Context: an optimization exercise on an open-source flow, tuned for small area, a short achievable clock period and few clock cycles per item. The choices shown serve that exercise and are no tape-out recipe.
At most, simulation tests tie the RTL to the original design; equivalence was not proved.
The RTL of runs 3 to 7 was laid out without a check of its function.

## design/flow/design.v

```verilog
module div_sqrt (
    input  wire        clk,
    input  wire        rst,
    input  wire        in_valid,
    output wire        in_ready,
    input  wire        op,         
    input  wire [31:0] a,
    input  wire [31:0] b,
    input  wire [4:0]  s,
    output reg         out_valid,
    output wire [31:0] result,
    output reg         sat
);
    localparam [1:0] S_IDLE = 2'd0, S_NORM = 2'd1, S_ITER = 2'd2, S_FIN = 2'd3;
    reg [1:0]  state;
    reg [5:0]  cnt;           
    reg        r_op;
    reg        r_aneg;        
    reg        r_neg;         
    reg [4:0]  r_s;
    reg [4:0]  za, zb;        
    reg        a_zero, b_zero;
    reg        a_ovf, b_ovf;   
    reg        f_force;       
    reg        f_zero;        
    reg        f_sat;         
    reg        f_neg;         
    reg [33:0] R;             
    reg [31:0] D;             
    reg        Ds;
    reg [33:0] Q;             
    assign in_ready = (state == S_IDLE) || (state == S_FIN);
    wire   accept   = in_valid && in_ready;
    assign result   = Q[31:0];
    wire [31:0] a_abs = a[31] ? (32'd0 - a) : a;
    wire [31:0] r_in  = (op && s[0]) ? {a[30:0], 1'b0} : a_abs;
    function [4:0] lzc32;
        input [31:0] x;
        reg   [15:0] h;
        reg   [7:0]  g;
        reg   [3:0]  f;
        reg   [1:0]  e;
        begin
            lzc32[4] = ~|x[31:16];
            h        = lzc32[4] ? x[15:0] : x[31:16];
            lzc32[3] = ~|h[15:8];
            g        = lzc32[3] ? h[7:0] : h[15:8];
            lzc32[2] = ~|g[7:4];
            f        = lzc32[2] ? g[3:0] : g[7:4];
            lzc32[1] = ~|f[3:2];
            e        = lzc32[1] ? f[1:0] : f[3:2];
            lzc32[0] = ~e[1];
        end
    endfunction
    wire [4:0]  la_in = lzc32((op && s[0]) ? {a[30:0], 1'b0} : (a ^ {32{a[31]}}));
    wire [4:0]  lb_in = lzc32(b ^ {32{b[31]}});
    wire [4:0]  las   = {za[4:1], 1'b0};         
    wire [31:0] ash   = R[31:0] << (r_op ? las : za);
    wire [32:0] bsh   = {Ds, D} << zb;
    wire        a_sh_ovf = ~ash[31] & ~a_zero;
    wire        b_sh_ovf = Ds & ~|bsh[31:0];
    wire [31:0] an    = {r_op ? ash[31] : ~a_zero, ash[30:0]};
    wire [32:0] bn    = bsh;
    wire [7:0]  e_nov     = {3'd0, r_s} - {3'd0, za} + {3'd0, zb};   
    wire [5:0]  last_sqrt = 6'd16 + {2'd0, r_s[4:1]} - {2'd0, za[4:1]};
    wire [5:0]  last_n    = r_op ? last_sqrt : (e_nov[5:0] + 6'd1);
    reg  [5:0]  last_r;
    reg         lo_m, lo_0, lo_p, hi_m, hi_0, hi_p;    
    wire        e_low     = (a_ovf & ~b_ovf) ? lo_p : (~a_ovf & b_ovf) ? lo_m : lo_0;  
    wire        e_high    = (a_ovf & ~b_ovf) ? hi_p : (~a_ovf & b_ovf) ? hi_m : hi_0;  
    wire        force_c   = r_op ? (r_aneg | a_zero)
                                 : (b_zero | a_zero | e_low | e_high);
    wire        fzero_c   = r_op | (b_zero ? a_zero : (a_zero | e_low));
    wire        fsat_c    = r_op ? r_aneg : (b_zero | (~a_zero & e_high));
    wire        fneg_c    = b_zero ? r_aneg : r_neg;
    wire        force_n   = r_op ? (r_aneg | a_zero) : (b_zero | a_zero);
    wire        fzero_n   = r_op | a_zero;
    wire        fsat_n    = r_op ? r_aneg : b_zero;
    wire        rnd    = (state == S_IDLE) || (state == S_FIN);
    wire        m      = ~R[33];               
    wire        k      = m ^ Ds;               
    wire [35:0] x      = rnd ? 36'd0 : {R[33:0], r_op ? Q[33:32] : 2'b00};
    wire [35:0] t      = {{2{Ds ^ k}}, D ^ {32{k}}, rnd | r_op | k, rnd | r_op | k};
    wire        cin    = rnd ? (r_neg ^ up) : (~r_op & k);
    wire [36:0] sum1   = {x, 1'b1} + {t, cin};            
    wire [35:0] sum    = sum1[36:1];
    wire        qb     = ~sum[35];
    wire [33:0] base   = Q;
    wire [32:0] bh     = base[33:1];
    wire        sticky = |R;                   
    wire        up     = base[0] & (r_op | sticky | base[1]);
    wire        ovf    = r_neg ? (bh[32] | (bh[31] & (|bh[30:0] | up)))
                               : (|bh[32:31] | (&bh[30:0] & up));
    wire [31:0] sres   = sum[33:2];
    wire [31:0] fin_res = f_force ? (f_zero ? 32'd0 : (f_neg ? 32'h8000_0000 : 32'h7FFF_FFFF))
                        : ovf     ? (r_neg ? 32'h8000_0000 : 32'h7FFF_FFFF)
                        :           sres;
    wire        fin_sat = f_force ? f_sat : ovf;
    always @(posedge clk) begin
        if (rst) begin
            state     <= S_IDLE;
            out_valid <= 1'b0;
        end else begin
            out_valid <= (state == S_FIN);
            case (state)
                S_NORM:  state <= force_n ? S_FIN : S_ITER;
                S_ITER:  if (force_c || cnt == last_r) state <= S_FIN;
                default: state <= accept ? S_NORM : S_IDLE;
            endcase
        end
    end
    always @(posedge clk) begin
        sat <= fin_sat;              
        if (accept) begin
            r_op   <= op;
            r_aneg <= a[31];
            r_neg  <= ~op & (a[31] ^ b[31]);
            r_s    <= s;
            za     <= la_in;
            zb     <= lb_in;
            a_zero <= ~|a;
            b_zero <= ~|b;
        end
        case (state)
            S_NORM: begin
                a_ovf   <= a_sh_ovf;
                b_ovf   <= b_sh_ovf;
                cnt     <= {6{~r_op & a_sh_ovf}};    
                last_r  <= last_n;
                lo_m    <= e_nov[7];
                lo_0    <= e_nov[7] & (e_nov != 8'hFF);
                lo_p    <= e_nov[7] & (e_nov < 8'hFE);
                hi_m    <= ~e_nov[7] & (e_nov[6:0] > 7'd33);
                hi_0    <= ~e_nov[7] & (e_nov[6:0] > 7'd32);
                hi_p    <= ~e_nov[7] & (e_nov[6:0] > 7'd31);
                f_force <= force_n;
                f_zero  <= fzero_n;
                f_sat   <= fsat_n;
                f_neg   <= fneg_c;
                if (!r_op) begin
                    R <= {2'b00, an};
                    {Ds, D} <= bn;
                    Q <= 34'd0;
                end else begin
                    R <= 34'd0;
                    {Ds, D} <= 33'd0;
                    Q <= {an, 2'b00};
                end
            end
            S_ITER: begin
                f_force <= force_c;
                f_zero  <= fzero_c;
                f_sat   <= fsat_c;
                f_neg   <= fneg_c;
                cnt     <= cnt + 6'd1;
                if (cnt == last_r)
                    Ds  <= qb ^ r_neg;           
                if (!r_op) begin
                    R <= sum[34:1];
                    Q <= {Q[32:0], qb};
                    if (cnt == last_r)
                        D <= Q[31:0];
                end else begin
                    R <= sum[33:0];
                    if (cnt == last_r) begin
                        Q <= {1'b0, D, qb};
                    end else begin
                        D <= {D[30:0], qb};
                        Q <= {Q[31:0], 2'b00};
                    end
                end
            end
            default: begin   
                Q   <= {2'd0, fin_res};
                cnt <= 6'd0;
                f_force <= force_c;
                f_zero  <= fzero_c;
                f_sat   <= fsat_c;
                f_neg   <= fneg_c;
                R   <= {2'b00, r_in};
                D   <= b;
                Ds  <= b[31];
            end
        endcase
    end
endmodule
```

## design/flow/run.sh

```bash
#!/bin/bash
# synth_recipe.tcl (not shown) runs the flow's synth.tcl, then flattens the netlist and writes it again
# the make line also repeats each setting of config.mk as NAME=value (left out here)
make -C /OpenROAD-flow-scripts/flow DESIGN_CONFIG=/design/flow/config.mk WORK_HOME=/design/flow/orfs CLKGATE_MAP_FILE= SYNTH_SCRIPT=/design/flow/synth_recipe.tcl finish
```

## design/flow/config.mk

```make
export PLATFORM = sky130hd
export DESIGN_NAME = div_sqrt
export DESIGN_NICKNAME = div_sqrt
export VERILOG_FILES = /design/flow/design.v
export SDC_FILE = /design/flow/constraint.sdc
export NUM_CORES = 4
export LEC_CHECK = 0
export ABC_CLOCK_PERIOD_IN_PS = 2500
export CAP_MARGIN = 20
export CORE_MARGIN = 2
export CORE_UTILIZATION = 40
export GPL_ROUTABILITY_DRIVEN = 0
export SETUP_SLACK_MARGIN = 3.0
export SLEW_MARGIN = 20
```

## design/flow/constraint.sdc

```tcl
create_clock -name core_clock -period 7.0 [get_ports {clk}]
set_input_delay 1.4000 -clock core_clock [delete_from_list [all_inputs] [get_ports {clk}]]
set_output_delay 1.4000 -clock core_clock [all_outputs]
set_load 0.01 [all_outputs]
```

==> run_results.csv, run 1 <==
group,metric,value,unit
drt,drtPass1Iterations,6,
clock_network,numCtsBuffers,17,
sta,fin_crit_sh,58.2,%
place,io_buffer_count,107,
final_layout,fin_nets,2233,
sta,tns,0,ns
drt,drc,0,
yosys,synth_top_flop_cell,"dfxtp_1",
floorplan,dieArea,43300,µm²
critical_path,required,7.35,ns
yosys,ys.warnings.count,1,
global_routing,grt-ovfl-total,0,
yosys,synth_top_family_by_area,"compound AO/OA/AOI/OAI gates",
yosys,syn_nets,2218,
final_layout,drive_above_1_share,14.0,%
global_routing,grt_pass1_vias,16400,
sta,setup_viol,0,
clock_network,cts.htree.levels,4,
clock_network,cts-root-buf,"clkbuf_16",
place,dp_hpwl,51500,µm
sta,slew_viol_final,0,
floorplan,ioPinCount,108,
yosys,synth_fa_ha_area_share,4.61,%
critical_path,crit_fanout,22,
yosys,synthSimpleGateAreaFrac,17.9,%
clock_network,cts.sinks,149,
yosys,synth_cell_types,84,
drt,routed-via-count,17800,
sta,holdWs,0.488,ns
sta,worstMarginPinSlew,1.11,ns
final_layout,final_common_cell,"mux2i_1",
sta,skew,0.0209,ns
drt,routed_wl,70100,µm
yosys,synth_xor_area_share,6.67,%
drt,vias_per_cell,6.74,
yosys,synthArstFlopShare,0,%
floorplan,die-width,208,µm
yosys,synth.ff_latch_count,149,
floorplan,rows,74,
sta,grt_setup_unrepaired,"true",
global_routing,antenna_found_initial,1,
flow_run,drv_cap,0,
yosys,synth_area,16700,µm²
drt,detail_route.iter0.violations,2786,
yosys,synth-compound-area-share,25.3,%
worst_hold_path,hold_class,"reg2reg",
final_layout,n_fill_cell,3994,
critical_path,crit_type,"reg2reg",
sta,fmax,245,MHz
yosys,avgSynthCellArea,7.99,µm²
clock_network,clockBufferDepth,2,
drt,ant_nets,0,
sta,report.final.hold_viol_count,0,
yosys,yosys-mux-area-fraction,17.0,%
floorplan,core_area,41000,µm²
drt,routedWlPerCell,26.5,µm
yosys,synth_cells,2086,
floorplan,die_h,208,µm
clock_network,insertion_delay,0.47,ns
place,place_ws,1.36,ns
global_routing,grt_start_max_net_pins,81,
critical_path,crit_arrival,4.43,ns
clock_network,cts_tree,"yes",
yosys,synth_edf_count,67,
critical_path,start_kind,"flop",
global_routing,grt_pass1_wl,105000,µm
sta,relSlewSlack,25.9,%
clock_network,cts_hold_buf,0,
floorplan,start_util,40.7,%
clock_network,cts.clk_slew.worst_paths,0.08,ns
final_layout,final_cell_mix,"mux2i_1 (193), nor2_1 (167), a21oi_1 (166)",
critical_path,critPathCaptureType,"flop",
sta,min_period,4.08,ns
global_routing,track_usage,31.5,%
outcome,status,"complete, no violations",
yosys,ys_seq_area_share,21.9,%
final_layout,area_growth,16.6,%
sta,setup_ws,2.92,ns
[final cells by class]
type                    count  area [µm²]  share of cell area, %
diodes                      1        2.50                 0.0129
multi-input cells        1685       12500                   64.4
well taps                 532         666                   3.42
clock buffers              19         458                   2.36
repair buffers            190        1770                   9.11
inverters                  58         249                   1.28
flip-flops and latches    149        3660                   18.8
clock inverters            13         109                  0.560
[sequential cells by signal, summed over array words and instances, names as in the netlist, 2 cells and up]
name	count
state	2
Q	34
D	32
r_s	5
last_r	6
zb	5
R	34
za	5
cnt	6
[final timing paths]
path          start  endpoint  depth (start not counted)  slack, ns
max            r_op     R[28]                         10       2.92
min          r_aneg     f_neg                          1       0.49
min reg2reg  r_aneg     f_neg                          1       0.49
max reg2reg    r_op     R[28]                         10       2.92
[cells by family after synthesis]
kind of cell	after synthesis
DFF	149
muxes	244
adders and majority gates	59
buffers and inverters	253
and+or+nand+nor	612
xor gates and xnor gates	127
AOI/OAI and AO/OA	642
[per-layer routing]
metal	GRT usage [%]	part of all wire, %
met2	47.4	43
met3	6.60	11
met5	0	0.019
met4	15.6	5.4
met1	42.7	40
[what timing repair did]
| action | 4_1_cts | 5_1_grt |
|---|---|---|
| setup endpoints to repair | 78 | 69 |
| buffers inserted | 39 | 20 |
| pin swaps | 22 | 35 |
| cloned | 1 | 0 |
| gates resized for setup | 106 | 97 |
[synthesized netlist by cell type (all sizes together), types with 18 or more instances]
cell type  count  area (µm²)
xnor2         81         709
o22ai         31         194
dfxtp         82        1640
a31oi         18         113
nor4          29         181
nand4         35         219
mux4          30         676
o221ai        47         412
mux2i        195        1950
buf           74         420
edfxtp        67        2010
and2          20         125
a21o          32         240
nor2         173         649
clkbuf       121         454
mux2          19         214
inv           53         199
nand2        163         614
ha            55         688
a21oi        171         856
o211ai        24         180
o21ai        137         686
a211oi        39         293
xor2          46         403
nor2b         42         263
nor3          33         165
nand3         33         165
[metrics by stage]
step	cell area, µm²	cells	utilization [%]
finish	19400	2647	47.4
global placement	17800	2554	43.5
CTS	18900	2626	46.2
global route	19400	2646	47.4
detailed placement	17800	2554	43.5
floorplan	16900	2086	-
[worst max-delay path, cell delays in order (launching register included)]
cell and delay (ns):
edfxtp_1 0.39, buf_12 0.13, nand2b_2 0.37, buf_4 0.40
mux2i_1 0.28, mux2i_1 0.13, a32oi_1 0.67, mux2i_1 0.56
a21oi_1 0.55, o22ai_1 0.19, a211o_1 0.25
Testbench counts, summed over its fixed seeds: cycles 37,466, items 2,400.
==> run 2: changes to the inputs <==
--- a/design/flow/config.mk
+++ b/design/flow/config.mk
@@ -8,7 +8,7 @@
 export ABC_CLOCK_PERIOD_IN_PS = 2500
 export CAP_MARGIN = 20
 export CORE_MARGIN = 2
-export CORE_UTILIZATION = 40
+export CORE_UTILIZATION = 45
 export GPL_ROUTABILITY_DRIVEN = 0
 export SETUP_SLACK_MARGIN = 3.0
 export SLEW_MARGIN = 20
==> run 2 against run 1 <==
Clock skew decreased by 0.0069 ns. Sequential cell count unchanged. Via count decreased by 0.25%. Clock-buffer cell count down 2. First-iteration DRC count fell by 17%. Critical path type unchanged. Largest cell class unchanged. Area after synthesis unchanged. Final cell count fell by 2.6%. Critical endpoint is now Ds. Sequential share of layout area up 0.14 points.
==> run_results.csv, run 2 <==
group,metric,value,unit
outcome,status,"complete, no violations",
yosys,synth_top_area_share,12.1,%
global_routing,grt_start_max_net_pins,81,
yosys,synthArstFlopShare,0,%
floorplan,start_util,45.7,%
place,dp_hpwl,51500,µm
final_layout,final_common_cell,"mux2i_1",
yosys,avgSynthCellArea,7.99,µm²
final_layout,reg_top3,"Q: 34 flops, R: 34 flops, D: 32 flops",
drt,routed-via-count,17800,
floorplan,ioPinCount,108,
yosys,synth.most_common_cell,"mux2i_1",
sta,report.final.hold_viol_count,0,
global_routing,grt_pass1_vias,16500,
yosys,ys.warnings.count,1,
drt,detail_route.iter0.violations,2306,
global_routing,grtUsageMet2,54.7,%
clock_network,cts.sinks,149,
sta,skew,0.0140,ns
yosys,syn_nets,2218,
final_layout,antenna_cells,0,
yosys,synth_area,16700,µm²
sta,tns,0,ns
drt,drc,0,
critical_path,start_kind,"flop",
place,dpl_cell_area,17800,µm²
floorplan,core_area,36500,µm²
sta,holdWs,0.524,ns
sta,grt_setup_unrepaired,"true",
clock_network,cts-root-buf,"clkbuf_16",
critical_path,crit_chain,"nor4_2 > nand4_1 > nor4b_4 > nor2_2 > inv_2 > fa_2 > nand2b_4 > a21boi_4 > o211a_1 > o2111a_2 > o211ai_1 > nand2_1 > a221o_1 > o311a_1 > a221oi_2",
clock_network,cts.htree.levels,4,
final_layout,fin_nets,2229,
global_routing,grt-ovfl-total,0,
clock_network,cts_tree,"yes",
critical_path,crit_arrival,4.46,ns
yosys,synth_top_flop_cell,"dfxtp_1",
floorplan,die_h,197,µm
final_layout,drive_above_1_share,13.6,%
yosys,synth_edf_count,67,
final_layout,final_area,19300,µm²
sta,fin_crit_sh,59.4,%
sta,slew_viol_final,0,
drt,routedWlPerCell,27.1,µm
flow_run,drv_cap,0,
yosys,synth_commonest_cells,"mux2i_1 (195), nor2_1 (173), a21oi_1 (171)",
clock_network,insertion_delay,0.47,ns
worst_hold_path,hold_class,"reg2reg",
yosys,synth.largest_area_cell,"edfxtp_1",
critical_path,cpPeakStageDelay,0.57,ns
clock_network,clockBufferDepth,2,
yosys,synth_cell_types,84,
critical_path,required,7.30,ns
global_routing,met3_usage,6.43,%
floorplan,rows,70,
final_layout,final_cell_mix,"mux2i_1 (191), nor2_1 (168), a21oi_1 (163)",
global_routing,track_usage,35.4,%
yosys,synth.ff_latch_count,149,
critical_path,slowest_stage,"edfxtp_1",
sta,min_period,4.16,ns
sta,fmax,241,MHz
drt,ant_nets,0,
place,io_buffer_count,107,
sta,relSlewSlack,26.1,%
drt,drtPass1Iterations,7,
final_layout,final_util,52.9,%
global_routing,antenna_found_initial,1,
final_layout,area_growth,15.8,%
clock_network,numCtsBuffers,17,
clock_network,cts_hold_buf,0,
yosys,ys_seq_area_share,21.9,%
global_routing,grt_pass1_wl,103000,µm
critical_path,crit_type,"reg2reg",
sta,worstMarginPinSlew,1.10,ns
yosys,ys_top_cells_by_area,"edfxtp_1 (12%), mux2i_1 (12%), dfxtp_1 (9.8%)",
yosys,synth_cells,2086,
global_routing,busiest_layer,"met2",
floorplan,dieArea,38600,µm²
clock_network,cts.clk_slew.worst_paths,0.08,ns
drt,vias_per_cell,6.90,
critical_path,crit_fanout,4,
sta,setup_viol,0,
drt,routed_wl,69900,µm
final_layout,n_fill_cell,3419,
global_routing,use_met1,46.7,%
floorplan,die-width,197,µm
critical_path,critPathCaptureType,"flop",
[run 2: changes by cell type in the layout (fill, tap and decap cells not counted), sizes merged]
cell / delta
clkdlybuf4s15: -2
dlymetal6s2s: +5
diode: -1
inv: -1
bufinv: +1
clkdlybuf4s50: -5
clkinv: +5
clkinvlp: -3
nand2b: +1
dlygate4sd2: +1
buf: -6
[run 2: path summary, 6_finish.rpt]
path | from | end | slack [ns] | cells past startpoint
worst max register to register | r_op | Ds | 2.84 | 15
worst min register to register | r_aneg | f_neg | 0.52 | 1
worst max-delay path | r_op | Ds | 2.84 | 15
worst min-delay path | r_aneg | f_neg | 0.52 | 1
[run 2: logic make-up after synthesis]
group / after synthesis / synth area share [%]
multiplexers: 244 / 17.0
AND/OR/NAND/NOR: 612 / 17.9
adder cells (fa/ha/maj): 59 / 4.61
flip-flops: 149 / 21.9
XOR/XNOR: 127 / 6.67
AO/OA/AOI/OAI: 642 / 25.3
buffers and inverters: 253 / 6.56
[run 2: repair_timing]
action / 4_1_cts / 5_1_grt
gates cloned: 1 / 1
setup buffers: 25 / 25
gates resized for setup: 93 / 99
setup endpoints to repair: 78 / 66
pin swaps: 22 / 34
[run 2: worst max-delay path, delay by kind of cell, from the launching register on]
kind                     cells  cell delay [ns]
AO/OA/AOI/OAI                7             1.96
AND/OR/NAND/NOR              6             1.23
flip-flops                   1             0.57
adder cells (fa/ha/maj)      1             0.20
buffers and inverters        1             0.06
[run 2: final cells by class]
cell class,count,area [µm²],area share (%)
Clock buffer,17,425,2.20
Clock inverter,15,184,0.952
Inverter,58,241,1.25
Multi-Input combinational cell,1686,12500,64.7
Sequential cell,149,3660,19.0
Tap cell,468,586,3.03
Timing Repair Buffer,185,1710,8.86
[run 2: per-stage QoR]
step	setup slack, ns	std cells
after global placement	1.47	2494
after CTS	2.97	2552
after floorplan	2.66	2086
after detailed placement	1.43	2494
after global routing	2.74	2578
final	2.84	2578
[run 2: metal layers]
metal  routed length (µm)  share of wire (%)
met5                   15              0.021
met4                 4290                6.1
met3                 7580                 11
met2                30300                 43
met1                27700                 40
==> run 3: changes to the inputs <==
--- a/design/flow/design.v
+++ b/design/flow/design.v
@@ -68,10 +68,12 @@
     reg         lo_m, lo_0, lo_p, hi_m, hi_0, hi_p;    
     wire        e_low     = (a_ovf & ~b_ovf) ? lo_p : (~a_ovf & b_ovf) ? lo_m : lo_0;  
     wire        e_high    = (a_ovf & ~b_ovf) ? hi_p : (~a_ovf & b_ovf) ? hi_m : hi_0;  
+    wire [5:0]  q_pos     = last_r - cnt;
+    wire        early_sat = Q[0] & (r_neg ? (q_pos > 6'd31) : (q_pos > 6'd30));
     wire        force_c   = r_op ? (r_aneg | a_zero)
-                                 : (b_zero | a_zero | e_low | e_high);
+                                 : (b_zero | a_zero | e_low | e_high | early_sat);
     wire        fzero_c   = r_op | (b_zero ? a_zero : (a_zero | e_low));
-    wire        fsat_c    = r_op ? r_aneg : (b_zero | (~a_zero & e_high));
+    wire        fsat_c    = r_op ? r_aneg : (b_zero | (~a_zero & (e_high | early_sat)));
     wire        fneg_c    = b_zero ? r_aneg : r_neg;
     wire        force_n   = r_op ? (r_aneg | a_zero) : (b_zero | a_zero);
     wire        fzero_n   = r_op | a_zero;
--- a/design/flow/config.mk
+++ b/design/flow/config.mk
@@ -8,7 +8,6 @@
 export ABC_CLOCK_PERIOD_IN_PS = 2500
 export CAP_MARGIN = 20
 export CORE_MARGIN = 2
-export CORE_UTILIZATION = 45
-export GPL_ROUTABILITY_DRIVEN = 0
+export CORE_UTILIZATION = 40
 export SETUP_SLACK_MARGIN = 3.0
 export SLEW_MARGIN = 20
==> run 3 against run 2 <==
Largest cell class unchanged. Hold slack got worse by 0.0083 ns. Clock skew barely moved. Sequential cell count is the same. Maximum frequency shrank 5.9%. Final cell count up 5.2%. Still clean on timing, DRC and antenna. Synthesized cell count grew 2.2%. Cell area up 4.6%.
==> run_results.csv, run 3 <==
group,metric,value,unit
final_layout,reg_top3,"Q: 34 flops, R: 34 flops, D: 32 flops",
place,io_buffer_count,107,
clock_network,cts_hold_buf,0,
critical_path,crit_fanout,5,
worst_hold_path,hold_class,"reg2reg",
critical_path,crit_type,"reg2reg",
sta,worstMarginPinSlew,1.01,ns
clock_network,cts.sinks,149,
sta,min_period,4.42,ns
yosys,ys_seq_area_share,21.5,%
sta,skew,0.0137,ns
drt,drc,0,
sta,fmax,226,MHz
drt,routed-via-count,18300,
yosys,synth_area,17000,µm²
global_routing,use_met1,45.6,%
clock_network,numCtsBuffers,17,
floorplan,start_util,40.5,%
yosys,synth.ff_latch_count,149,
drt,routedWlPerCell,28.1,µm
clock_network,cts_tree,"yes",
yosys,synth_cells,2131,
yosys,ys_top_cells_by_area,"edfxtp_1 (12%), mux2i_1 (12%), dfxtp_1 (9.7%)",
yosys,synth_edf_count,67,
drt,detail_route.iter0.violations,2215,
place,place_congestion,1.01,
clock_network,cts-root-buf,"clkbuf_16",
drt,vias_per_cell,6.75,
yosys,synth_top_area_share,11.9,%
outcome,status,"complete, no violations",
sta,holdWs,0.516,ns
global_routing,track_usage,33.6,%
sta,setup_ws,2.58,ns
sta,fin_crit_sh,63.1,%
final_layout,final_util,48.3,%
final_layout,fin_nets,2298,
yosys,syn_nets,2269,
final_layout,area_growth,19.2,%
floorplan,ioPinCount,108,
place,place_ws,1.48,ns
critical_path,crit_arrival,4.61,ns
critical_path,cpPeakStageDelay,0.46,ns
drt,drtPass1Iterations,6,
clock_network,cts.clk_slew.worst_paths,0.08,ns
clock_network,clockBufferDepth,2,
yosys,synth_cell_types,86,
critical_path,critPathCaptureType,"flop",
floorplan,die_h,210,µm
place,dpl_cell_area,18200,µm²
final_layout,antenna_cells,0,
global_routing,met3_usage,8.75,%
floorplan,die-width,210,µm
floorplan,core_area,41900,µm²
critical_path,crit_chain,"nor4_2 > nand3_2 > o311a_1 > or3_4 > fa_2 > a211oi_2 > o21ai_2 > a211oi_4 > o22a_4 > a211oi_4 > o2111a_2 > or4_4 > a31oi_4 > o221ai_1",
yosys,synth.largest_area_cell,"edfxtp_1",
sta,grt_setup_unrepaired,"true",
clock_network,cts.htree.levels,4,
floorplan,dieArea,44100,µm²
yosys,synth.most_common_cell,"mux2i_1",
global_routing,grt_pass1_vias,16900,
global_routing,grtUsageMet2,50.0,%
final_layout,drive_above_1_share,15.5,%
yosys,synth_commonest_cells,"mux2i_1 (200), nand2_1 (177), nor2_1 (170)",
clock_network,insertion_delay,0.46,ns
yosys,ys.warnings.count,1,
yosys,avgSynthCellArea,7.96,µm²
sta,tns,0,ns
sta,slew_viol_final,0,
drt,ant_nets,0,
drt,routed_wl,76300,µm
critical_path,required,7.19,ns
flow_run,drv_cap,0,
global_routing,antenna_found_initial,1,
global_routing,grt_start_max_net_pins,55,
final_layout,final_common_cell,"mux2i_1",
sta,setup_viol,0,
global_routing,grt_pass1_wl,111000,µm
floorplan,rows,75,
final_layout,final_area,20200,µm²
yosys,synthArstFlopShare,0,%
yosys,synth_top_flop_cell,"dfxtp_1",
global_routing,grt-ovfl-total,0,
critical_path,slowest_stage,"or4_4",
sta,relSlewSlack,32.3,%
critical_path,reg2reg_setup_slack,2.58,ns
critical_path,start_kind,"flop",
global_routing,busiest_layer,"met2",
place,dp_hpwl,57200,µm
final_layout,final_cell_mix,"mux2i_1 (191), nand2_1 (172), nor2_1 (165)",
critical_path,cpMostUsedCell,"a211oi_4",
final_layout,n_fill_cell,4127,
sta,report.final.hold_viol_count,0,
-- run 3: cell types whose count changed in the layout (fill, tap and decap cells not counted), moves of 7 or more --
cell,change
a21oi_1,-12
a21oi_2,+8
a31oi_1,-8
and2_1,-10
clkdlybuf4s50_1,+12
inv_1,+24
mux2_2,+10
nand2_1,+13
o2111ai_1,+8
xnor2_2,+7
xor2_1,-18
-- run 3: layer usage --
layer,part of all wire [%],up-vias
met5,0,-
met4,4.8,0
met3,11,210
met2,43,1135
met1,41,8893
li1,-,8062
-- run 3: area by class of cell --
cell class              count  area [µm²]  share of cell area (%)
flip-flops and latches    149        3670                    18.1
inverters                  81         338                    1.67
clock inverters            14         194                   0.960
multi-input cells        1716       13100                    64.6
well taps                 539         674                    3.34
repair buffers            195        1840                    9.12
clock buffers              18         429                    2.12
-- run 3: path summary, 6_finish.rpt --
check | endpoint | cells past startpoint | from
max reg2reg | D[0] | 14 | R[24]
min | sat | 2 | f_sat
min reg2reg | sat | 2 | f_sat
max | D[0] | 14 | R[24]
-- run 3: cells by family (layout without fill, tap and decap cells) --
kind of cell	after synthesis	after routing	synth area share, %
AO/OA/AOI/OAI	657	657	25.8
XOR/XNOR	119	119	6.15
adder cells (fa/ha/maj)	65	65	5.02
buffers and inverters	266	308	6.69
flip-flops	149	149	21.5
multiplexers	252	252	16.9
AND/OR/NAND/NOR	623	623	17.9
-- run 3: timing repair --
action | CTS | global route
buffers inserted | 34 | 25
pin swaps | 24 | 35
endpoints found under the setup margin | 72 | 62
gates resized for setup | 117 | 111
-- run 3: worst max-delay path: cells and delay by family (launching register included) --
kind	cells	cell delay (ns)
flops	1	0.41
fa+ha+maj	1	0.38
compound gates	9	2.00
simple gates	4	1.35
-- run 3: stage by stage --
stage / instances
floorplan: 2131
global placement: 2621
detailed placement: 2621
CTS: 2687
global route: 2712
finish: 2712
==> run 4: changes to the inputs <==
--- a/design/flow/config.mk
+++ b/design/flow/config.mk
@@ -9,5 +9,5 @@
 export CAP_MARGIN = 20
 export CORE_MARGIN = 2
 export CORE_UTILIZATION = 40
-export SETUP_SLACK_MARGIN = 3.0
+export SETUP_SLACK_MARGIN = 3.3
 export SLEW_MARGIN = 20
==> run 4 against run 3 <==
Still clean on timing, DRC and antenna. Core utilization is 2.3 points higher. Setup slack worse by 0.11 ns. Critical path depth did not move. Via count up 1.2%. Die area is the same. Hold slack worse by 0.0024 ns. Sequential cell count stayed put. Maximum frequency down 2.4%. Global-route usage shrank 0.44 points. Critical path type unchanged. Largest cell class unchanged.
==> run_results.csv, run 4 <==
group,metric,value,unit
global_routing,grt_pass1_wl,110000,µm
floorplan,dieArea,44100,µm²
sta,grt_setup_unrepaired,"true",
yosys,synth_edf_count,67,
clock_network,cts_tree,"yes",
sta,relSlewSlack,26.2,%
drt,ant_nets,0,
drt,vias_per_cell,6.67,
outcome,status,"complete, no violations",
clock_network,cts_hold_buf,0,
sta,slew_viol_final,0,
place,dp_hpwl,55500,µm
sta,worstMarginPinSlew,1.10,ns
drt,detail_route.iter0.violations,2410,
critical_path,path_delay_family,"compound AO/OA/AOI/OAI gates",
final_layout,fin_nets,2362,
sta,skew,0.0139,ns
yosys,syn_nets,2269,
critical_path,start_kind,"flop",
clock_network,cts.htree.levels,4,
place,place_congestion,0.991,
final_layout,antenna_cells,0,
yosys,synth.largest_area_cell,"edfxtp_1",
drt,drtPass1Iterations,6,
yosys,synth_commonest_cells,"mux2i_1 (200), nand2_1 (177), nor2_1 (170)",
critical_path,crit_arrival,4.70,ns
flow_run,drv_cap,0,
floorplan,start_util,40.5,%
clock_network,clockBufferDepth,2,
global_routing,antenna_found_initial,2,
global_routing,grt-ovfl-total,0,
critical_path,r2r-start,"R[6]",
sta,report.final.hold_viol_count,0,
worst_hold_path,hp-start,"b_zero",
final_layout,final_common_cell,"mux2i_1",
final_layout,drive_above_1_share,20.9,%
yosys,synth_top_flop_cell,"dfxtp_1",
yosys,synthArstFlopShare,0,%
clock_network,insertion_delay,0.46,ns
yosys,ys_top_cells_by_area,"edfxtp_1 (12%), mux2i_1 (12%), dfxtp_1 (9.7%)",
yosys,synth_top_area_share,11.9,%
sta,fin_crit_sh,64.7,%
floorplan,core_area,41900,µm²
floorplan,rows,75,
yosys,synth_cell_types,86,
yosys,synth_area,17000,µm²
yosys,ys.warnings.count,1,
sta,tns,0,ns
critical_path,crit_chain,"nor4_4 > nand4_1 > o311a_1 > or3_4 > fa_2 > a211oi_2 > o21ai_2 > a211oi_4 > o22a_1 > a211oi_2 > o2111a_2 > or4_4 > a31oi_1 > o221ai_1",
drt,drc,0,
drt,routedWlPerCell,27.2,µm
sta,setup_viol,0,
critical_path,critPathBufInv,0,
final_layout,area_growth,25.0,%
clock_network,cts.clk_slew.worst_paths,0.07,ns
floorplan,ioPinCount,108,
yosys,synth.most_common_cell,"mux2i_1",
final_layout,final_cell_mix,"mux2i_1 (194), nand2_1 (173), nor2_1 (162)",
place,io_buffer_count,107,
sta,setup_ws,2.47,ns
place,place_ws,1.60,ns
critical_path,cpMostUsedCell,"a211oi_2",
drt,routed-via-count,18500,
final_layout,reg_top3,"Q: 34 flops, R: 34 flops, D: 32 flops",
critical_path,cpPeakStageDelay,0.48,ns
yosys,synth_cells,2131,
critical_path,crit_fanout,4,
yosys,ys_seq_area_share,21.5,%
critical_path,critPathCaptureType,"flop",
critical_path,slowest_stage,"or4_4",
floorplan,die-width,210,µm
global_routing,track_usage,33.1,%
floorplan,die_h,210,µm
yosys,avgSynthCellArea,7.96,µm²
drt,routed_wl,75600,µm
worst_hold_path,hold_class,"reg2reg",
clock_network,cts.sinks,149,
sta,min_period,4.53,ns
sta,fmax,221,MHz
global_routing,grt_start_max_net_pins,68,
critical_path,required,7.17,ns
clock_network,cts-root-buf,"clkbuf_16",
clock_network,numCtsBuffers,17,
final_layout,final_util,50.6,%
critical_path,crit_type,"reg2reg",
yosys,synth.ff_latch_count,149,
global_routing,grt_pass1_vias,16900,
critical_path,worstSetupStartpoint,"R[6]",
==> run 4: changes by cell type in the layout (fill, tap and decap cells not counted), moves of 6 or more <==
cell | before | now
buf_4 | 74 | 112
xnor2_1 | 76 | 70
ha_1 | 50 | 42
clkbuf_2 | 1 | 13
dlygate4sd2_1 | 16 | 10
clkdlybuf4s50_1 | 79 | 67
ha_4 | 3 | 12
buf_12 | 3 | 9
buf_6 | 6 | 23
o21ai_0 | 131 | 122
==> run 4: what timing repair did <==
action / in CTS / in global routing
setup buffers: 69 / 47
cloned: 5 / 2
setup endpoints to repair: 87 / 68
pin swaps: 77 / 62
gates resized for setup: 216 / 159
==> run 4: cell families (layout without fill, tap and decap cells) <==
kind of cell / count (synthesis) / count (layout) / share of synthesized area, %
buf+inv: 266 / 371 / 6.69
fa+ha+maj: 65 / 65 / 5.02
mux: 252 / 252 / 16.9
compound gates: 657 / 657 / 25.8
xor+xnor: 119 / 119 / 6.15
flops: 149 / 149 / 21.5
simple gates: 623 / 624 / 17.9
==> run 4: area by class of cell <==
type                       instances  area (µm²)
sequential                       149        3670
timing repair inverter             1        5.00
tap                              539         674
multi-input combinational       1717       13500
clock buffer                      20         468
timing repair buffer             257        2480
clock inverter                    12        98.8
fill                            4043       20700
inverter                          81         338
==> run 4: worst paths after layout <==
check                              end  slack, ns  cells past startpoint
worst max-delay path              D[0]       2.47                     14
worst min-delay path            f_zero       0.51                      1
worst max register to register    D[0]       2.47                     14
worst min register to register  f_zero       0.51                      1
==> run 4: through the flow <==
step	std cells	hold slack (ns)	cell area, µm²
global route	2776	0.534	21200
detailed placement	2621	0.498	18300
floorplan	2131	0.443	17200
global placement	2621	0.490	18300
finish	2776	0.514	21200
CTS	2727	0.514	20200
==> run 4: layer usage <==
layer  part of all wire [%]  routed length [µm]  track usage (%)
met1                     42               31600             46.1
met2                     43               32700             49.0
met3                     10                7670             7.47
met4                    4.7                3540             14.6
met5                  0.017                  13                0
==> run 5: changes to the inputs <==
--- a/design/flow/config.mk
+++ b/design/flow/config.mk
@@ -9,5 +9,5 @@
 export CAP_MARGIN = 20
 export CORE_MARGIN = 2
 export CORE_UTILIZATION = 40
-export SETUP_SLACK_MARGIN = 3.3
+export SETUP_SLACK_MARGIN = 2.8
 export SLEW_MARGIN = 20
==> run 5 against run 4 <==
Hold slack better by 0.012 ns. Sequential cell count unchanged. Synthesized cell count stayed put. Sequential share of layout area is 1.3 points higher. Maximum frequency increased by 1.1%. Core utilization down 3.7 points. Clock-buffer cell count down 2. Critical path type unchanged.
==> run_results.csv, run 5 <==
group,metric,value,unit
worst_hold_path,hold_class,"reg2reg",
yosys,ys.warnings.count,1,
floorplan,rows,75,
sta,fin_crit_sh,64.0,%
sta,worstMarginPinSlew,1.21,ns
final_layout,area_growth,15.8,%
critical_path,crit_fanout,57,
floorplan,die-width,210,µm
yosys,ys_top_cells_by_area,"edfxtp_1 (12%), mux2i_1 (12%), dfxtp_1 (9.7%)",
final_layout,reg_top3,"Q: 34 flops, R: 34 flops, D: 32 flops",
global_routing,track_usage,32.9,%
global_routing,antenna_found_initial,2,
sta,min_period,4.48,ns
yosys,synth.largest_area_cell,"edfxtp_1",
floorplan,ioPinCount,108,
yosys,synth.ff_latch_count,149,
yosys,synth_top_flop_cell,"dfxtp_1",
final_layout,drive_above_1_share,12.0,%
outcome,status,"complete, no violations",
sta,relSlewSlack,19.3,%
drt,detail_route.iter0.violations,2308,
yosys,synthArstFlopShare,0,%
sta,setup_viol,0,
critical_path,critPathCaptureType,"flop",
clock_network,numCtsBuffers,17,
critical_path,start_kind,"flop",
final_layout,final_cell_mix,"mux2i_1 (194), nand2_1 (175), nor2_1 (167)",
place,place_congestion,1.03,
yosys,avgSynthCellArea,7.96,µm²
final_layout,n_fill_cell,4197,
clock_network,clockBufferDepth,2,
drt,vias_per_cell,6.73,
global_routing,grt_pass1_wl,109000,µm
worst_hold_path,hold_end,"cnt[0]",
sta,grt_setup_unrepaired,"true",
flow_run,drv_cap,0,
place,dp_hpwl,56300,µm
sta,tns,0,ns
drt,routed_wl,74700,µm
place,io_buffer_count,107,
final_layout,final_common_cell,"mux2i_1",
yosys,syn_nets,2269,
clock_network,cts.clk_slew.worst_paths,0.07,ns
critical_path,required,7.33,ns
yosys,synth_commonest_cells,"mux2i_1 (200), nand2_1 (177), nor2_1 (170)",
sta,slew_viol_final,0,
drt,routed-via-count,18200,
yosys,synth_cells,2131,
critical_path,reg2reg_setup_slack,2.52,ns
sta,skew,0.0208,ns
drt,drc,0,
yosys,ys_seq_area_share,21.5,%
yosys,synth_area,17000,µm²
clock_network,cts-root-buf,"clkbuf_16",
global_routing,grt_pass1_vias,16600,
floorplan,core_area,41900,µm²
final_layout,fin_nets,2286,
worst_hold_path,hp-start,"cnt[0]",
floorplan,start_util,40.5,%
worst_hold_path,hold_depth,1,
yosys,synth_cell_types,86,
global_routing,grt_start_max_net_pins,66,
drt,ant_nets,0,
clock_network,cts.sinks,149,
global_routing,grt-ovfl-total,0,
floorplan,die_h,210,µm
critical_path,crit_arrival,4.81,ns
clock_network,cts_tree,"yes",
yosys,synth_edf_count,67,
sta,fmax,223,MHz
critical_path,crit_type,"reg2reg",
critical_path,reg2reg_depth,10,
critical_path,reg2reg_to,"R[29]",
yosys,synth.most_common_cell,"mux2i_1",
yosys,synth_top_area_share,11.9,%
sta,report.final.hold_viol_count,0,
floorplan,dieArea,44100,µm²
clock_network,cts.htree.levels,4,
clock_network,insertion_delay,0.46,ns
critical_path,r2r-start,"r_op",
drt,routedWlPerCell,27.6,µm
drt,drtPass1Iterations,11,
[run 5: layer usage]
metal / share of wire [%] / up-vias / GRT usage [%]
met1: 42 / 8732 / 46.1
met5: 0 / - / 0
li1: - / 8052 / -
met4: 4.9 / 0 / 15.1
met3: 11 / 229 / 6.08
met2: 42 / 1173 / 49.1
[run 5: what timing repair did]
item	in CTS	in global routing
hold buffers	0	0
gates resized for setup	61	64
pin swaps	25	20
buffers inserted	20	24
endpoints found under the setup margin	55	49
endpoints found under the hold margin	0	0
cloned	1	0
[run 5: worst max path at each step]
stage	start	endpoint	slack [ns]	cells after the start
3_5_place_dp	b[31]	zb[0]	1.23	13
6_report	r_op	R[29]	2.52	10
2_1_floorplan	R[15]	D[0]	2.82	14
4_1_cts	R[31]	D[0]	2.65	14
5_1_grt	r_op	D[0]	2.51	14
3_3_place_gp	b[31]	zb[0]	1.25	13
[run 5: logic make-up (layout without fill, tap and decap cells)]
logic type,after synthesis,in the layout,synth area share [%]
xor+xnor,119,120,6.15
compound gates,657,657,25.8
other cells,0,1,0
buf+inv,266,295,6.69
flops,149,149,21.5
fa+ha+maj,65,65,5.02
mux,252,252,16.9
simple gates,623,623,17.9
[run 5: worst max-delay path, cell delays in order, from the launching register on]
cell and delay (ns):
edfxtp_1 0.60, buf_4 0.73, nor2b_2 0.07, buf_4 0.29, mux2i_1 0.31, mux2i_1 0.16
a21oi_1 0.71, mux2i_1 0.41, o21ai_1 0.62, o21ai_0 0.14, a221o_1 0.30
[run 5: through the flow]
step	instance area, µm²	utilization, %	setup slack (ns)	std cells	hold WS [ns]
floorplan	17000	-	2.82	2131	0.443
global placement	18200	43.4	1.25	2623	0.507
detailed placement	18200	43.4	1.23	2623	0.525
CTS	19200	45.8	2.65	2676	0.530
global route	19600	46.9	2.51	2700	0.553
finish	19600	46.9	2.52	2701	0.525
[run 5: final cells by class]
cell class              instances  area [µm²]  share of cell area, %
inverters                      81         323                   1.64
diodes                          1        2.50                 0.0127
well taps                     539         674                   3.43
flip-flops and latches        149        3660                   18.6
repair buffers                182        1720                   8.76
clock buffers                  18         439                   2.24
clock inverters                14         144                  0.733
multi-input cells            1717       12700                   64.5
==> run 6: changes to the inputs <==
--- a/design/flow/design.v
+++ b/design/flow/design.v
@@ -64,16 +64,13 @@
     wire [7:0]  e_nov     = {3'd0, r_s} - {3'd0, za} + {3'd0, zb};   
     wire [5:0]  last_sqrt = 6'd16 + {2'd0, r_s[4:1]} - {2'd0, za[4:1]};
     wire [5:0]  last_n    = r_op ? last_sqrt : (e_nov[5:0] + 6'd1);
-    reg  [5:0]  last_r;
     reg         lo_m, lo_0, lo_p, hi_m, hi_0, hi_p;    
     wire        e_low     = (a_ovf & ~b_ovf) ? lo_p : (~a_ovf & b_ovf) ? lo_m : lo_0;  
     wire        e_high    = (a_ovf & ~b_ovf) ? hi_p : (~a_ovf & b_ovf) ? hi_m : hi_0;  
-    wire [5:0]  q_pos     = last_r - cnt;
-    wire        early_sat = Q[0] & (r_neg ? (q_pos > 6'd31) : (q_pos > 6'd30));
     wire        force_c   = r_op ? (r_aneg | a_zero)
-                                 : (b_zero | a_zero | e_low | e_high | early_sat);
+                                 : (b_zero | a_zero | e_low | e_high);
     wire        fzero_c   = r_op | (b_zero ? a_zero : (a_zero | e_low));
-    wire        fsat_c    = r_op ? r_aneg : (b_zero | (~a_zero & (e_high | early_sat)));
+    wire        fsat_c    = r_op ? r_aneg : (b_zero | (~a_zero & e_high));
     wire        fneg_c    = b_zero ? r_aneg : r_neg;
     wire        force_n   = r_op ? (r_aneg | a_zero) : (b_zero | a_zero);
     wire        fzero_n   = r_op | a_zero;
@@ -106,7 +103,7 @@
             out_valid <= (state == S_FIN);
             case (state)
                 S_NORM:  state <= force_n ? S_FIN : S_ITER;
-                S_ITER:  if (force_c || cnt == last_r) state <= S_FIN;
+                S_ITER:  if (force_c || cnt == 6'd0) state <= S_FIN;
                 default: state <= accept ? S_NORM : S_IDLE;
             endcase
         end
@@ -127,8 +124,7 @@
             S_NORM: begin
                 a_ovf   <= a_sh_ovf;
                 b_ovf   <= b_sh_ovf;
-                cnt     <= {6{~r_op & a_sh_ovf}};    
-                last_r  <= last_n;
+                cnt     <= (~r_op & a_sh_ovf) ? last_n + 6'd1 : last_n;    
                 lo_m    <= e_nov[7];
                 lo_0    <= e_nov[7] & (e_nov != 8'hFF);
                 lo_p    <= e_nov[7] & (e_nov < 8'hFE);
@@ -154,17 +150,17 @@
                 f_zero  <= fzero_c;
                 f_sat   <= fsat_c;
                 f_neg   <= fneg_c;
-                cnt     <= cnt + 6'd1;
-                if (cnt == last_r)
+                cnt     <= cnt - 6'd1;
+                if (cnt == 6'd0)
                     Ds  <= qb ^ r_neg;           
                 if (!r_op) begin
                     R <= sum[34:1];
                     Q <= {Q[32:0], qb};
-                    if (cnt == last_r)
+                    if (cnt == 6'd0)
                         D <= Q[31:0];
                 end else begin
                     R <= sum[33:0];
-                    if (cnt == last_r) begin
+                    if (cnt == 6'd0) begin
                         Q <= {1'b0, D, qb};
                     end else begin
                         D <= {D[30:0], qb};
@@ -174,7 +170,6 @@
             end
             default: begin   
                 Q   <= {2'd0, fin_res};
-                cnt <= 6'd0;
                 f_force <= force_c;
                 f_zero  <= fzero_c;
                 f_sat   <= fsat_c;
--- a/design/flow/config.mk
+++ b/design/flow/config.mk
@@ -9,5 +9,5 @@
 export CAP_MARGIN = 20
 export CORE_MARGIN = 2
 export CORE_UTILIZATION = 40
-export SETUP_SLACK_MARGIN = 2.8
+export SETUP_SLACK_MARGIN = 3.0
 export SLEW_MARGIN = 20
==> run 6 against run 5 <==
Setup slack better by 0.31 ns. Wire length about the same. Via count is 1.4% lower. Critical path depth increased by 8.
==> run_results.csv, run 6 <==
group,metric,value,unit
global_routing,grt_pass1_vias,16600,
yosys,avgSynthCellArea,7.75,µm²
drt,routed_wl,74700,µm
drt,drtPass1Iterations,9,
floorplan,start_util,40.5,%
place,io_buffer_count,107,
final_layout,area_growth,20.1,%
clock_network,cts.htree.levels,4,
outcome,status,"complete, no violations",
final_layout,drive_above_1_share,15.2,%
critical_path,cpPeakStageDelay,0.49,ns
critical_path,crit_chain,"buf_12 > or2_4 > buf_6 > nor2_1 > a21oi_2 > a21oi_4 > fa_2 > a21o_1 > a311o_1 > nand2_2 > a21oi_4 > o31ai_4 > and2_4 > o21ai_1 > a21oi_2 > buf_4 > mux2i_1 > a211o_1",
floorplan,dieArea,42900,µm²
critical_path,slowest_stage,"edfxtp_1",
yosys,synth_commonest_cells,"nand2_1 (216), mux2i_1 (190), nor2_1 (178)",
critical_path,path_delay_family,"compound AO/OA/AOI/OAI gates",
yosys,syn_nets,2261,
floorplan,rows,74,
yosys,ys.warnings.count,1,
sta,report.final.hold_viol_count,0,
final_layout,fin_nets,2308,
sta,slew_viol_final,0,
drt,ant_nets,0,
critical_path,critPathBufInv,3,
floorplan,die_h,207,µm
critical_path,crit_arrival,4.52,ns
critical_path,required,7.35,ns
yosys,synth_top_flop_cell,"dfxtp_1",
yosys,synth_cell_types,84,
floorplan,die-width,207,µm
yosys,synth.ff_latch_count,143,
sta,skew,0.0148,ns
final_layout,final_util,48.7,%
sta,grt_setup_unrepaired,"true",
critical_path,start_kind,"flop",
global_routing,antenna_found_initial,0,
place,place_congestion,0.987,
global_routing,grt-ovfl-total,0,
flow_run,drv_cap,0,
yosys,synth_edf_count,67,
sta,setup_viol,0,
place,dpl_cell_area,17700,µm²
clock_network,cts.sinks,143,
final_layout,final_area,19800,µm²
critical_path,crit_type,"reg2reg",
worst_hold_path,hold_class,"reg2reg",
sta,holdWs,0.511,ns
final_layout,final_cell_mix,"nand2_1 (209), mux2i_1 (189), nor2_1 (172)",
sta,worstMarginPinSlew,1.16,ns
critical_path,r2r-start,"r_op",
sta,tns,0,ns
yosys,synth_cells,2128,
drt,routedWlPerCell,27.4,µm
sta,min_period,4.17,ns
global_routing,grt_start_max_net_pins,70,
yosys,synth.most_common_cell,"nand2_1",
yosys,synthArstFlopShare,0,%
clock_network,numCtsBuffers,17,
clock_network,cts-root-buf,"clkbuf_16",
final_layout,final_common_cell,"nand2_1",
critical_path,crit_fanout,38,
yosys,synth.largest_area_cell,"edfxtp_1",
critical_path,critPathCaptureType,"flop",
clock_network,cts_hold_buf,0,
clock_network,cts_tree,"yes",
global_routing,grt_pass1_wl,110000,µm
drt,routed-via-count,17900,
yosys,synth_top_area_share,12.2,%
yosys,synth_area,16500,µm²
sta,fmax,240,MHz
worst_hold_path,hp-start,"f_sat",
critical_path,worstSetupStartpoint,"r_op",
floorplan,ioPinCount,108,
sta,relSlewSlack,22.4,%
global_routing,track_usage,33.3,%
sta,fin_crit_sh,59.6,%
clock_network,clockBufferDepth,2,
floorplan,core_area,40700,µm²
final_layout,reg_top3,"Q: 34 flops, R: 34 flops, D: 32 flops",
yosys,ys_seq_area_share,21.4,%
clock_network,cts.clk_slew.worst_paths,0.07,ns
yosys,ys_top_cells_by_area,"edfxtp_1 (12%), mux2i_1 (12%), dfxtp_1 (9.2%)",
drt,vias_per_cell,6.59,
clock_network,insertion_delay,0.46,ns
drt,detail_route.iter0.violations,2304,
drt,drc,0,
place,dp_hpwl,54600,µm
==> run 6: cell types whose count changed in the layout (fill, tap and decap cells not counted), sizes merged, moves of 10 or more <==
cell           delta
nand4            +10
a221o            -10
clkdlybuf4s50    -23
o21ai            -12
inv              -22
o22ai            -12
nand2            +39
a31oi            +13
buf              +27
clkbuf           +14
mux4             -12
mux2i            -10
==> run 6: layout make-up <==
type                            instances  area (µm²)
Tap cell                              532         666
Clock buffer                           20         468
Multi-Input combinational cell       1740       12700
Clock inverter                         12         120
Timing Repair inverter                  1        5.00
Timing Repair Buffer                  213        2100
Inverter                               59         241
Antenna cell                            1        2.50
Sequential cell                       143        3540
Fill cell                            4061       20900
==> run 6: layer usage <==
layer | share of wire, % | global-route usage [%] | up-vias
met3 | 11 | 8.28 | 198
met4 | 3.9 | 12.6 | 0
met2 | 41 | 46.7 | 1159
li1 | - | - | 8024
met5 | 0 | 0 | -
met1 | 44 | 48.6 | 8551
==> run 6: kinds of logic (layout without fill, tap and decap cells) <==
| logic type | after synthesis | in the layout | synth area share, % |
|---|---|---|---|
| buffers and inverters | 249 | 305 | 6.67 |
| AO/OA/AOI/OAI | 637 | 639 | 25.5 |
| AND/OR/NAND/NOR | 683 | 685 | 19.9 |
| other | 0 | 1 | 0 |
| adder cells (fa/ha/maj) | 60 | 60 | 4.73 |
| flip-flops | 143 | 143 | 21.4 |
| XOR/XNOR | 128 | 128 | 6.84 |
| multiplexers | 228 | 228 | 14.9 |
==> run 6: worst paths after layout <==
path / to / depth (start not counted) / slack [ns]
setup / recovery: R[23] / 18 / 2.83
hold / removal: sat / 2 / 0.51
hold reg to reg: sat / 2 / 0.51
setup reg to reg: R[23] / 18 / 2.83
==> run 6: repair_timing <==
item                                    in CTS  in global routing
gates cloned                                 7                  2
resized for setup                          110                147
endpoints found under the setup margin      69                 54
buffers inserted                            45                 24
pin swaps                                   31                 50
endpoints found under the hold margin        0                  0
==> run 6: worst min-delay path: stages (launching register included) <==
cell	delay, ns
dfxtp_1	0.31
nor2b_1	0.10
a21oi_1	0.06
==> run 6: per-stage QoR <==
stage | setup WS (ns) | instances
finish | 2.83 | 2721
floorplan | 2.91 | 2128
detailed placement | 1.37 | 2610
CTS | 2.95 | 2694
global placement | 1.51 | 2610
global route | 2.74 | 2720
==> run 7: changes to the inputs <==
--- a/design/flow/design.v
+++ b/design/flow/design.v
@@ -29,7 +29,10 @@
     reg [31:0] D;             
     reg        Ds;
     reg [33:0] Q;             
-    assign in_ready = (state == S_IDLE) || (state == S_FIN);
+    reg        stk;           
+    reg        fin2;          
+    wire       need_stk = (state == S_FIN) & ~fin2 & ~r_op & ~f_force & Q[0] & ~Q[1];
+    assign in_ready = (state == S_IDLE) || ((state == S_FIN) && !need_stk);
     wire   accept   = in_valid && in_ready;
     assign result   = Q[31:0];
     wire [31:0] a_abs = a[31] ? (32'd0 - a) : a;
@@ -64,6 +67,7 @@
     wire [7:0]  e_nov     = {3'd0, r_s} - {3'd0, za} + {3'd0, zb};   
     wire [5:0]  last_sqrt = 6'd16 + {2'd0, r_s[4:1]} - {2'd0, za[4:1]};
     wire [5:0]  last_n    = r_op ? last_sqrt : (e_nov[5:0] + 6'd1);
+    reg  [5:0]  last_r;
     reg         lo_m, lo_0, lo_p, hi_m, hi_0, hi_p;    
     wire        e_low     = (a_ovf & ~b_ovf) ? lo_p : (~a_ovf & b_ovf) ? lo_m : lo_0;  
     wire        e_high    = (a_ovf & ~b_ovf) ? hi_p : (~a_ovf & b_ovf) ? hi_m : hi_0;  
@@ -86,8 +90,7 @@
     wire        qb     = ~sum[35];
     wire [33:0] base   = Q;
     wire [32:0] bh     = base[33:1];
-    wire        sticky = |R;                   
-    wire        up     = base[0] & (r_op | sticky | base[1]);
+    wire        up     = base[0] & (r_op | stk | base[1]);
     wire        ovf    = r_neg ? (bh[32] | (bh[31] & (|bh[30:0] | up)))
                                : (|bh[32:31] | (&bh[30:0] & up));
     wire [31:0] sres   = sum[33:2];
@@ -100,16 +103,18 @@
             state     <= S_IDLE;
             out_valid <= 1'b0;
         end else begin
-            out_valid <= (state == S_FIN);
+            out_valid <= (state == S_FIN) & ~need_stk;
             case (state)
                 S_NORM:  state <= force_n ? S_FIN : S_ITER;
-                S_ITER:  if (force_c || cnt == 6'd0) state <= S_FIN;
-                default: state <= accept ? S_NORM : S_IDLE;
+                S_ITER:  if (force_c || cnt == last_r) state <= S_FIN;
+                default: state <= need_stk ? S_FIN : accept ? S_NORM : S_IDLE;
             endcase
         end
     end
     always @(posedge clk) begin
-        sat <= fin_sat;              
+        sat  <= fin_sat;             
+        fin2 <= need_stk;
+        stk  <= |R;                  
         if (accept) begin
             r_op   <= op;
             r_aneg <= a[31];
@@ -124,7 +129,8 @@
             S_NORM: begin
                 a_ovf   <= a_sh_ovf;
                 b_ovf   <= b_sh_ovf;
-                cnt     <= (~r_op & a_sh_ovf) ? last_n + 6'd1 : last_n;    
+                cnt     <= {6{~r_op & a_sh_ovf}};    
+                last_r  <= last_n;
                 lo_m    <= e_nov[7];
                 lo_0    <= e_nov[7] & (e_nov != 8'hFF);
                 lo_p    <= e_nov[7] & (e_nov < 8'hFE);
@@ -150,17 +156,17 @@
                 f_zero  <= fzero_c;
                 f_sat   <= fsat_c;
                 f_neg   <= fneg_c;
-                cnt     <= cnt - 6'd1;
-                if (cnt == 6'd0)
+                cnt     <= cnt + 6'd1;
+                if (cnt == last_r)
                     Ds  <= qb ^ r_neg;           
                 if (!r_op) begin
                     R <= sum[34:1];
                     Q <= {Q[32:0], qb};
-                    if (cnt == 6'd0)
+                    if (cnt == last_r)
                         D <= Q[31:0];
                 end else begin
                     R <= sum[33:0];
-                    if (cnt == 6'd0) begin
+                    if (cnt == last_r) begin
                         Q <= {1'b0, D, qb};
                     end else begin
                         D <= {D[30:0], qb};
@@ -169,14 +175,17 @@
                 end
             end
             default: begin   
-                Q   <= {2'd0, fin_res};
-                f_force <= force_c;
-                f_zero  <= fzero_c;
-                f_sat   <= fsat_c;
-                f_neg   <= fneg_c;
+                cnt <= 6'd0;
                 R   <= {2'b00, r_in};
-                D   <= b;
-                Ds  <= b[31];
+                if (!need_stk) begin
+                    Q   <= {2'd0, fin_res};
+                    f_force <= force_c;
+                    f_zero  <= fzero_c;
+                    f_sat   <= fsat_c;
+                    f_neg   <= fneg_c;
+                    D   <= b;
+                    Ds  <= b[31];
+                end
             end
         endcase
     end
==> run 7 against run 6 <==
Sequential cell count increased by 8. Wire length increased by 0.36%. Cell area increased by 5.6%. Critical path depth decreased by 2. Clock-buffer cell count decreased by 3. Highest routed layer is now met5. Core utilization about the same.
==> run_results.csv, run 7 <==
group,metric,value,unit
clock_network,cts_tree,"yes",
critical_path,reg2reg_depth,16,
global_routing,grt_pass1_vias,17000,
clock_network,cts_hold_buf,0,
place,place_congestion,0.968,
drt,routed-via-count,18400,
place,io_buffer_count,107,
place,place_ws,1.53,ns
floorplan,start_util,40.5,%
global_routing,busiest_layer,"met2",
final_layout,final_util,48.7,%
critical_path,critPathBufInv,3,
global_routing,grt-ovfl-total,0,
final_layout,antenna_cells,0,
sta,grt_setup_unrepaired,"true",
floorplan,die_h,213,µm
sta,tns,0,ns
yosys,synth.most_common_cell,"a21oi_1",
final_layout,area_growth,20.3,%
critical_path,r2r-start,"Ds",
global_routing,grt_start_max_net_pins,63,
clock_network,insertion_delay,0.49,ns
clock_network,cts.clk_slew.worst_paths,0.08,ns
critical_path,slowest_stage,"edfxtp_1",
flow_run,drv_cap,0,
global_routing,met3_usage,9.26,%
floorplan,die-width,213,µm
critical_path,start_kind,"flop",
drt,routed_wl,74900,µm
drt,vias_per_cell,6.52,
sta,report.final.hold_viol_count,0,
sta,fin_crit_sh,57.7,%
global_routing,grtUsageMet2,48.4,%
drt,routedWlPerCell,26.6,µm
final_layout,final_area,20900,µm²
yosys,synth_cell_types,92,
clock_network,cts-root-buf,"clkbuf_16",
critical_path,path_delay_family,"compound AO/OA/AOI/OAI gates",
global_routing,antenna_found_initial,2,
sta,setup_viol,0,
outcome,status,"complete, no violations",
yosys,ys_seq_area_share,23.4,%
critical_path,cpMostUsedCell,"buf_12",
clock_network,cts.htree.levels,4,
floorplan,ioPinCount,108,
yosys,synth_top_area_share,18.1,%
clock_network,clockBufferDepth,2,
yosys,synth_top_flop_cell,"edfxtp_1",
place,dp_hpwl,54600,µm
critical_path,reg2reg_setup_slack,2.96,ns
critical_path,cpPeakStageDelay,0.49,ns
yosys,ys_top_cells_by_area,"edfxtp_1 (18%), mux2i_1 (11%), a21oi_1 (5.9%)",
clock_network,numCtsBuffers,17,
yosys,synth_edf_count,105,
yosys,ys.warnings.count,1,
final_layout,drive_above_1_share,16.1,%
final_layout,fin_nets,2357,
critical_path,cp.depth,16,
critical_path,required,7.37,ns
final_layout,reg_top3,"Q: 34 flops, R: 34 flops, D: 32 flops",
sta,fmax,248,MHz
yosys,synth_area,17400,µm²
critical_path,crit_type,"reg2reg",
drt,detail_route.iter0.violations,2422,
floorplan,core_area,43000,µm²
worst_hold_path,hold_class,"reg2reg",
critical_path,crit_arrival,4.40,ns
yosys,synth_commonest_cells,"a21oi_1 (204), mux2i_1 (189), nor2_1 (187)",
critical_path,crit_chain,"xor2_4 > buf_12 > buf_12 > buf_4 > xnor2_4 > ha_4 > and3_4 > a221oi_4 > o221ai_4 > a31o_4 > or3b_4 > a31oi_4 > o21ai_2 > xnor2_2 > o221ai_1 > nor3b_2",
drt,drc,0,
critical_path,crit_fanout,7,
sta,slew_viol_final,0,
worst_hold_path,hold_depth,2,
final_layout,final_common_cell,"a21oi_1",
final_layout,final_cell_mix,"a21oi_1 (194), mux2i_1 (187), nor2_1 (183)",
clock_network,cts.sinks,151,
sta,worstMarginPinSlew,1.09,ns
floorplan,dieArea,45200,µm²
place,dpl_cell_area,18700,µm²
sta,setup_ws,2.96,ns
global_routing,track_usage,32.3,%
sta,relSlewSlack,27.5,%
critical_path,reg2reg_to,"R[28]",
yosys,syn_nets,2311,
critical_path,crit_path_end,"R[28]",
critical_path,worstSetupStartpoint,"Ds",
yosys,synth.ff_latch_count,151,
sta,skew,0.0182,ns
sta,min_period,4.04,ns
yosys,synth_cells,2178,
drt,drtPass1Iterations,6,
global_routing,use_met1,44.4,%
yosys,avgSynthCellArea,7.99,µm²
yosys,synth.largest_area_cell,"edfxtp_1",
drt,ant_nets,0,
global_routing,grt_pass1_wl,109000,µm
floorplan,rows,76,
critical_path,critPathCaptureType,"flop",
yosys,synthArstFlopShare,0,%
## run 7: timing repair
item,CTS,global route
setup endpoints to repair,69,44
setup buffers,34,44
gates resized for setup,134,148
pin swaps,26,66
cloned,3,2
## run 7: cell families (layout without fill, tap and decap cells)
logic type / count (synthesis) / count (layout) / synth area share, %
AOI/OAI and AO/OA: 639 / 639 / 24.1
buffers and inverters: 251 / 308 / 6.27
xor gates and xnor gates: 127 / 127 / 6.39
and+or+nand+nor: 720 / 722 / 20.6
DFF: 151 / 151 / 23.4
adders and majority gates: 60 / 60 / 4.49
muxes: 230 / 230 / 14.8
## run 7: per-stage QoR
step	hold slack, ns	cells
6_report	0.534	2822
5_1_grt	0.544	2822
2_1_floorplan	0.450	2178
4_1_cts	0.540	2776
3_5_place_dp	0.521	2707
3_3_place_gp	0.511	2706
## run 7: per-layer routing
| metal | vias to the layer above | share of wire, % |
|---|---|---|
| met1 | 8942 | 42 |
| met2 | 1012 | 43 |
| li1 | 8266 | - |
| met3 | 175 | 11 |
| met5 | - | 0.011 |
| met4 | 2 | 3.8 |
## run 7: worst min-delay path, stage by stage, from the launching register on
cell	delay [ns]
dfxtp_2	0.34
inv_2	0.09
a211oi_1	0.07
## run 7: worst min-delay path by stage
stage	startpoint	endpoint
after global placement	cnt[0]	cnt[0]
final	state[1]	state[1]
after detailed placement	cnt[0]	cnt[0]
after global routing	state[0]	state[0]
after floorplan	R[20]	stk
after CTS	cnt[0]	cnt[0]
## run 7: final cells by class
class                      instances  area (µm²)
multi-input combinational       1778       13200
tap                              585         732
inverter                          58         240
sequential                       151        4080
clock buffer                      17         425
timing repair buffer             218        2090
fill                            4252       22100
clock inverter                    15         151

## separate check: timing with driven ports
No port has a modelled driver above. Below, the same layouts with a new extraction and two added sets of constraints. Step 1 (the two cells are an assumption about what drives the block):
set clk [get_ports {clk}]
set_driving_cell -lib_cell sky130_fd_sc_hd__clkbuf_16 $clk
set_driving_cell -lib_cell sky130_fd_sc_hd__buf_2 [delete_from_list [all_inputs] $clk]
Step 2 adds t to the input delays and takes it off the output delays; t is the mean of the earliest and latest rising clock arrival at the registers after step 1. Input paths then give back, and output paths get back, about the clock's delay inside the block. Three values: ideal ports, drivers, drivers and shift; two values: the first two.
| run | t, ns | setup slack, ns | latest minus earliest clock arrival (ns) | worst data-port slew with drivers (ns) |
|---|---|---|---|---|
| run 1 | 0.512 | 2.923 / 2.923 / 2.517 | 0.021 / 0.021 | 0.04 |
| run 2 | 0.513 | 2.844 / 2.844 / 2.594 | 0.014 / 0.014 | 0.04 |
| run 3 | 0.515 | 2.582 / 2.582 / 2.511 | 0.014 / 0.014 | 0.05 |
| run 4 | 0.510 | 2.471 / 2.471 / 2.471 | 0.015 / 0.015 | 0.16 |
| run 5 | 0.506 | 2.521 / 2.521 / 2.398 | 0.021 / 0.021 | 0.05 |
| run 6 | 0.508 | 2.830 / 2.830 / 2.550 | 0.015 / 0.015 | 0.05 |
| run 7 | 0.530 | 2.962 / 2.962 / 2.605 | 0.018 / 0.019 | 0.05 |
After both steps setup and hold are still met in every run listed. The setup slack of run 1, which loses most, moves by 0.000 ns with the drivers and by -0.406 ns with both steps.
